This is an optimization exercise on Yosys and OpenROAD, whose aim is small area, a short achievable clock period and few clock cycles per item, not a production implementation. RTL that was checked went through simulation tests only; none was proved equivalent to the original. Power is estimated from default activity; no workload was simulated.

Setup of the reference run:
// stripe_engine
module stripe_engine (
  input  wire        clk,
  input  wire        rst,
  input  wire        cmd_valid,
  output wire        cmd_ready,
  input  wire [1:0]  cmd_op,        
  input  wire [4:0]  cmd_dcount,    
  input  wire [21:0] cmd_miss,      
  input  wire        cmd_miss_p,    
  input  wire        cmd_miss_q,    
  input  wire        in_valid,
  output wire        in_ready,
  input  wire [63:0] in_data,
  output wire        res_valid,
  input  wire        res_ready,
  output reg  [2:0]  res_status,
  output reg  [4:0]  res_pos,
  output reg  [63:0] res_p,
  output reg  [63:0] res_q,
  output reg  [63:0] res_dx,
  output reg  [63:0] res_dy
);
  localparam ST_OK = 3'd0, ST_QBAD = 3'd1, ST_PBAD = 3'd2, ST_LOST = 3'd3, ST_DBAD = 3'd4;
  function automatic [7:0] gf_mul(input [7:0] a, input [7:0] b);
    reg [7:0] r, t;
    integer i;
    begin
      r = 8'h00;
      t = a;
      for (i = 0; i < 8; i = i + 1) begin
        if (b[i]) r = r ^ t;
        t = {t[6:0], 1'b0} ^ (t[7] ? 8'h1D : 8'h00);
      end
      gf_mul = r;
    end
  endfunction
  function automatic [7:0] gf_xtime(input [7:0] a);
    gf_xtime = {a[6:0], 1'b0} ^ (a[7] ? 8'h1D : 8'h00);
  endfunction
  function automatic [7:0] gf_xinv(input [7:0] a);
    gf_xinv = {1'b0, a[7:1]} ^ (a[0] ? 8'h8E : 8'h00);
  endfunction
  function automatic [7:0] g_pos(input [4:0] e);
    g_pos =
      (e == 5'd0) ? 8'h01 :
      (e == 5'd1) ? 8'h02 :
      (e == 5'd2) ? 8'h04 :
      (e == 5'd3) ? 8'h08 :
  ...
Size in the first run: ~3,300 cells after synthesis, ~30,000 sq um of cells after synthesis.
Settings: LEC_CHECK=0, CAP_MARGIN=20, CORE_MARGIN=2, CORE_UTILIZATION=65, PLACE_DENSITY=0.75, SLEW_MARGIN=20; clock period 15.0 ns.
standard.sh (not shown) runs the stock make flow with config.mk's settings and CLKGATE_MAP_FILE= SYNTH_SCRIPT=/design/flow/synth_recipe.tcl, a recipe that flattens the netlist after the stock synthesis.
==> flow/flow/run.sh <==
#!/bin/bash
# Standard ORFS layout with a tighter repair target and small port buffers.
set -euo pipefail
bash standard.sh SETUP_SLACK_MARGIN=10.6 \
  "BUFFER_PORTS_ARGS=-buffer_cell sky130_fd_sc_hd__buf_1" finish > orfs_make.log 2>&1
Changes in the trial run relative to the reference run:
--- a/flow/design.v
+++ b/flow/design.v
@@ -130,19 +130,18 @@
   reg [1:0]  nd;                
   reg [63:0] pacc, racc;        
   assign cmd_ready = cmd_ready_r;
   assign in_ready  = in_ready_r;
   wire cmd_take  = cmd_valid & cmd_ready_r;
   wire beat_d    = in_valid & rdy_d;
   wire beat_p    = in_valid & rdy_p;
   wire beat_q    = in_valid & rdy_q;
-  wire missing   = rec_r & miss_r[bcnt];
-  wire first     = (bcnt == 5'd0);
-  wire last_d    = (bcnt == n_r - 5'd1);
+  wire missing   = rec_r & miss_r[0];      
+  reg  last_d;                   
   wire [4:0] bnext = bcnt + 5'd1;
   reg [63:0] racc_x;
   integer l;
   always @(*) begin
     for (l = 0; l < 8; l = l + 1)
       racc_x[8*l +: 8] = gf_xinv(racc[8*l +: 8]);
   end
   reg        pass;              
@@ -270,19 +269,22 @@
       rec_r  <= (cmd_op == 2'd1);
       chk_r  <= (cmd_op == 2'd2);
       n_r    <= cmd_dcount;
       miss_r <= cmd_miss;
       mp_r   <= cmd_miss_p;
       mq_r   <= cmd_miss_q;
       bcnt   <= 5'd0;
       nd     <= 2'd0;
+      last_d <= (cmd_dcount == 5'd1);
     end
     if (beat_d) begin
-      bcnt <= bnext;
+      bcnt   <= bnext;
+      miss_r <= {1'b0, miss_r[21:1]};
+      last_d <= (bnext == n_r - 5'd1);
       if (missing) begin
         if (nd == 2'd0) xr <= bcnt;
         if (nd == 2'd1) yr <= bcnt;
         if (nd != 2'd3) nd <= nd + 2'd1;
       end
     end
   end
   always @(posedge clk) begin
@@ -355,19 +357,25 @@
         else if (!sqnz)          res_status <= ST_PBAD;
         else if (!bad && xfound) begin
           res_status <= ST_DBAD;
           res_pos    <= xpos;
         end else                 res_status <= ST_LOST;
       end
     end
   end
+  wire [63:0] gd = in_data & {64{beat_d & ~missing}};
   always @(posedge clk) begin
-    pacc <= ((beat_d & first) ? 64'd0 : pacc) ^ ((beat_d & ~missing) ? in_data : 64'd0);
-    racc <= racc ^ ({64{beat_d}} & (((first ? 64'd0 : racc_x) ^ racc) ^ (missing ? 64'd0 : in_data)));
+    if (cmd_ready_r) begin
+      pacc <= 64'd0;
+      racc <= 64'd0;
+    end else begin
+      pacc <= pacc ^ gd;
+      racc <= racc ^ ({64{beat_d}} & (racc_x ^ racc)) ^ gd;
+    end
   end
   always @(posedge clk) begin
     s_u <= sp ^ mq ^ mr;
     s_x <= x1;
   end
   always @(posedge clk) begin
     if (rdy_p) begin
       res_p  <= in_data;
==> comparison <==
- The switching power as a share of total power of the trial run falls short of that of the reference run by 2.9 points.
- The trial run completed; timing, DRC and antenna clean
- The trial run vs. the reference run: proportion of cell area occupied by registers rose 1.0 points; detailed-route DRC error count about even.
- The trial run: power attributed to combinational cells about 36% below the reference run
- Total number of vias (higher): the reference run
- Compared the reference run against the trial run; area taken by flip-flops and latches within noise.
- [the trial run vs the reference run] fraction of the mapped netlist area in compound gates: lower in the trial run
- On clock skew, the lower figure sits with the trial run, not the reference run.
- The reference run -> the trial run: post-layout net count decreased by a few percent
Testbench counts of the trial run, summed over its fixed seeds: cycles 37,082, items 1,920.
The RTL of the reference run was laid out without a check of its function.

Another version of the RTL of stripe_engine (not shown whole).
Size in the first run: roughly 370 I/O pins, ~30000 um2 of cells after synthesis.
Settings: LEC_CHECK=0, CAP_MARGIN=20, CORE_MARGIN=2, CORE_UTILIZATION=25, PLACE_DENSITY=0.35, SLEW_MARGIN=20; clock period 15.0 ns.
Scripts as last shown in full above: flow/flow/run.sh
Testbench counts at the start, summed over its fixed seeds: cycles 37,082, items 1,920.
Edit:
--- a/flow/design.v
+++ b/flow/design.v
@@ -278,23 +278,23 @@
     end
     if (beat_d) begin
       bcnt <= bnext;
       if (missing) begin
         if (nd == 2'd0) xr <= bcnt;
         if (nd == 2'd1) yr <= bcnt;
         if (nd != 2'd3) nd <= nd + 2'd1;
       end
     end
   end
   always @(posedge clk) begin
-    if (rdy_q) begin
+    if (beat_q) begin
       ldone  <= 1'b0;
       cnt    <= 4'd0;
       m_gen  <= ~rec_r & ~chk_r;
       m_chk  <= chk_r;
       m_lost <= s_lost;
       m_c4   <= s_c4;
       m_c5   <= s_c5;
       m_c6   <= s_c6;
       m_c7   <= s_c7;
       m_mp   <= mp_r;
       m_mq   <= mq_r;
@@ -362,28 +362,28 @@
   end
   always @(posedge clk) begin
     pacc <= ((beat_d & first) ? 64'd0 : pacc) ^ ((beat_d & ~missing) ? in_data : 64'd0);
     if (beat_d)
       racc <= (first ? 64'd0 : racc_x) ^ (missing ? 64'd0 : in_data);
   end
   always @(posedge clk) begin
     s_u <= sp ^ mq ^ mr;
     s_x <= x1;
   end
   always @(posedge clk) begin
-    if (rdy_p) begin
-      res_p  <= in_data;
+    if (beat_p)
+      res_p <= in_data;
+    if (beat_q) begin
+      res_q  <= in_data;
       res_dx <= pacc;
       res_dy <= racc;
     end
-    if (rdy_q)
-      res_q  <= in_data;
     if (pass && !ldone && cnt != 4'd8) begin
       res_p <= {np, res_p[63:8]};
       res_q <= {nq, res_q[63:8]};
     end
     if (pass && !ldone) begin
       res_dx <= {nx, res_dx[63:8]};
       res_dy <= {ny, res_dy[63:8]};
     end
   end
 endmodule
Outcome: Synthesized cell count goes up by 1.5%. Clock skew rose by 0.0090 ns. Non-clock buffer count went up by 12. Worst hold slack improves by 0.011 ns. Utilization rises by 0.21 points. Global-route usage came out higher by 0.26 points. Combinational power falls by 24%. Maximum frequency fell by 1.6%. Routed wire length came out higher by 1.3%.
For the second run of this note, only the layout was checked, not whether the RTL still works.

Another version of the RTL of stripe_engine (not shown whole).
Size: ~370 I/O pins, roughly 29,000 um2 of cells after synthesis.
Design stripe_engine, start of the top module:
module stripe_engine (
  input  wire        clk,
  input  wire        rst,
  input  wire        cmd_valid,
  output wire        cmd_ready,
  input  wire [1:0]  cmd_op,        
  input  wire [4:0]  cmd_dcount,    
  input  wire [21:0] cmd_miss,      
  input  wire        cmd_miss_p,    
  input  wire        cmd_miss_q,    
  input  wire        in_valid,
  output wire        in_ready,
  input  wire [63:0] in_data,
  output wire        res_valid,
  input  wire        res_ready,
  output reg  [2:0]  res_status,
  output reg  [4:0]  res_pos,
  output reg  [63:0] res_p,
  output reg  [63:0] res_q,
  output reg  [63:0] res_dx,
  output reg  [63:0] res_dy
);
==> flow/config.mk <==
export PLATFORM = sky130hd
export DESIGN_NAME = stripe_engine
export DESIGN_NICKNAME = stripe_engine
export VERILOG_FILES = /design/flow/design.v
export SDC_FILE = /design/flow/constraint.sdc
export NUM_CORES = 4
export LEC_CHECK = 0
export CAP_MARGIN = 20
export CORE_MARGIN = 2
export CORE_UTILIZATION = 65
export CTS_CLUSTER_DIAMETER = 60
export CTS_CLUSTER_SIZE = 28
export PLACE_DENSITY = 0.75
export SLEW_MARGIN = 20
==> flow/constraint.sdc <==
create_clock -name core_clock -period 15.0 [get_ports {clk}]
set_input_delay 3.0000 -clock core_clock [delete_from_list [all_inputs] [get_ports {clk}]]
set_output_delay 3.0000 -clock core_clock [all_outputs]
set_load 0.01 [all_outputs]
Scripts as last shown in full above: flow/flow/run.sh
Next try:
--- a/flow/design.v
+++ b/flow/design.v
@@ -160,24 +160,23 @@
   reg        spnz, sqnz;
   reg        sact;              
   reg [7:0]  st;                
   reg [4:0]  sj;
   reg        xfound;
   reg [4:0]  xpos;
   assign res_valid = rv;
   wire [7:0] lp = res_p[7:0];
   wire [7:0] lq = res_q[7:0];
   wire [7:0] la = res_dx[7:0];
   wire [7:0] lr = res_dy[7:0];
-  wire [7:0] tp = res_p[63:56];
-  wire [7:0] tq = res_q[63:56];
+  reg  [7:0] tp, tq;
   wire [7:0] sp  = lp ^ la;
   wire [7:0] mr  = gf_mul(kr, lr);
   wire [7:0] sq  = lq ^ mr;
   wire [7:0] opq = m_c5 ? sp : m_chk ? tp : lq;
   wire [7:0] mq  = gf_mul(kq, opq);
   wire [7:0] opt = m_chk ? tq : s_u;
   wire [7:0] mt  = gf_mul(kt, opt);
   reg [7:0] np, nq, x1;
   always @(*) begin
     np = 8'd0; nq = 8'd0; x1 = 8'd0;
     if (m_gen) begin
@@ -376,22 +375,24 @@
     if (cmd_ready_r) begin
       pacc <= 64'd0;
       racc <= 64'd0;
     end else begin
       pacc <= pacc ^ gd;
       racc <= racc ^ ({64{beat_d}} & (racc_x ^ racc)) ^ gd;
     end
   end
   always @(posedge clk) begin
     s_u <= sp ^ mq ^ mr;
     s_x <= x1;
+    tp  <= sp;
+    tq  <= sq;
   end
   always @(posedge clk) begin
     if (rdy_p) begin
       res_p  <= in_data;
       res_dx <= pacc;
       res_dy <= racc;
     end
     if (rdy_q)
       res_q  <= in_data;
     if (pass && !ldone && cnt != 4'd8) begin
       res_p <= {np, res_p[63:8]};
Effect:
- The new run went through all stages and came out clean
- clock-buffer cell count is lower by 1
- clock skew is higher by 0.0059 ns
- via count grows by a few percent
- core utilization shrinks by 0.52 points
- power goes up by roughly a tenth
- worst setup slack barely changes
Function was not checked in any run of this note: the RTL went through the layout flow alone.

what the ideal ports hide:
How much do the figures lean on ideal ports? The routed layouts below were timed once more, with nothing changed but the port constraints.
Step 1: set_driving_cell puts a clkbuf_16 on clk and a buf_2 on each other input, an assumption about the parent block.
Step 2 adds t to the input delays and takes it off the output delays; t is the mean of the earliest and latest rising clock arrival at the registers after step 1. Input paths then give back, and output paths get back, about the clock's delay inside the block.
Slacks: no drivers / after step 1 / after step 2; pairs: no drivers / after step 1.
| run | t, ns | setup WS [ns] | hold WS [ns] | worst setup path after step 2 | slew at the worst register clock pin (ns) |
|---|---|---|---|---|---|
| the reference run | 0.677 | 10.603 / 10.539 / 10.044 | 0.471 / 0.471 / 0.471 | input to register | 0.07 / 0.07 |
| the trial run | 0.665 | 10.607 / 10.547 / 10.077 | 0.468 / 0.468 / 0.468 | input to register | 0.07 / 0.07 |
| the first run of note 2 | 0.677 | 10.603 / 10.538 / 10.124 | 0.465 / 0.465 / 0.465 | input to register | 0.06 / 0.06 |
| the second run of note 2 | 0.729 | 10.531 / 10.458 / 10.036 | 0.477 / 0.477 / 0.477 | input to register | 0.07 / 0.07 |
| the first run of note 3 | 0.635 | 10.599 / 10.538 / 10.220 | 0.484 / 0.484 / 0.484 | input to register | 0.11 / 0.11 |
| the second run of note 3 | 0.641 | 10.597 / 10.533 / 10.128 | 0.484 / 0.484 / 0.484 | input to register | 0.11 / 0.11 |
After both steps setup and hold are still met in every run listed. The setup slack of the reference run, which loses most, moves by -0.064 ns with the drivers and by -0.559 ns with both steps.
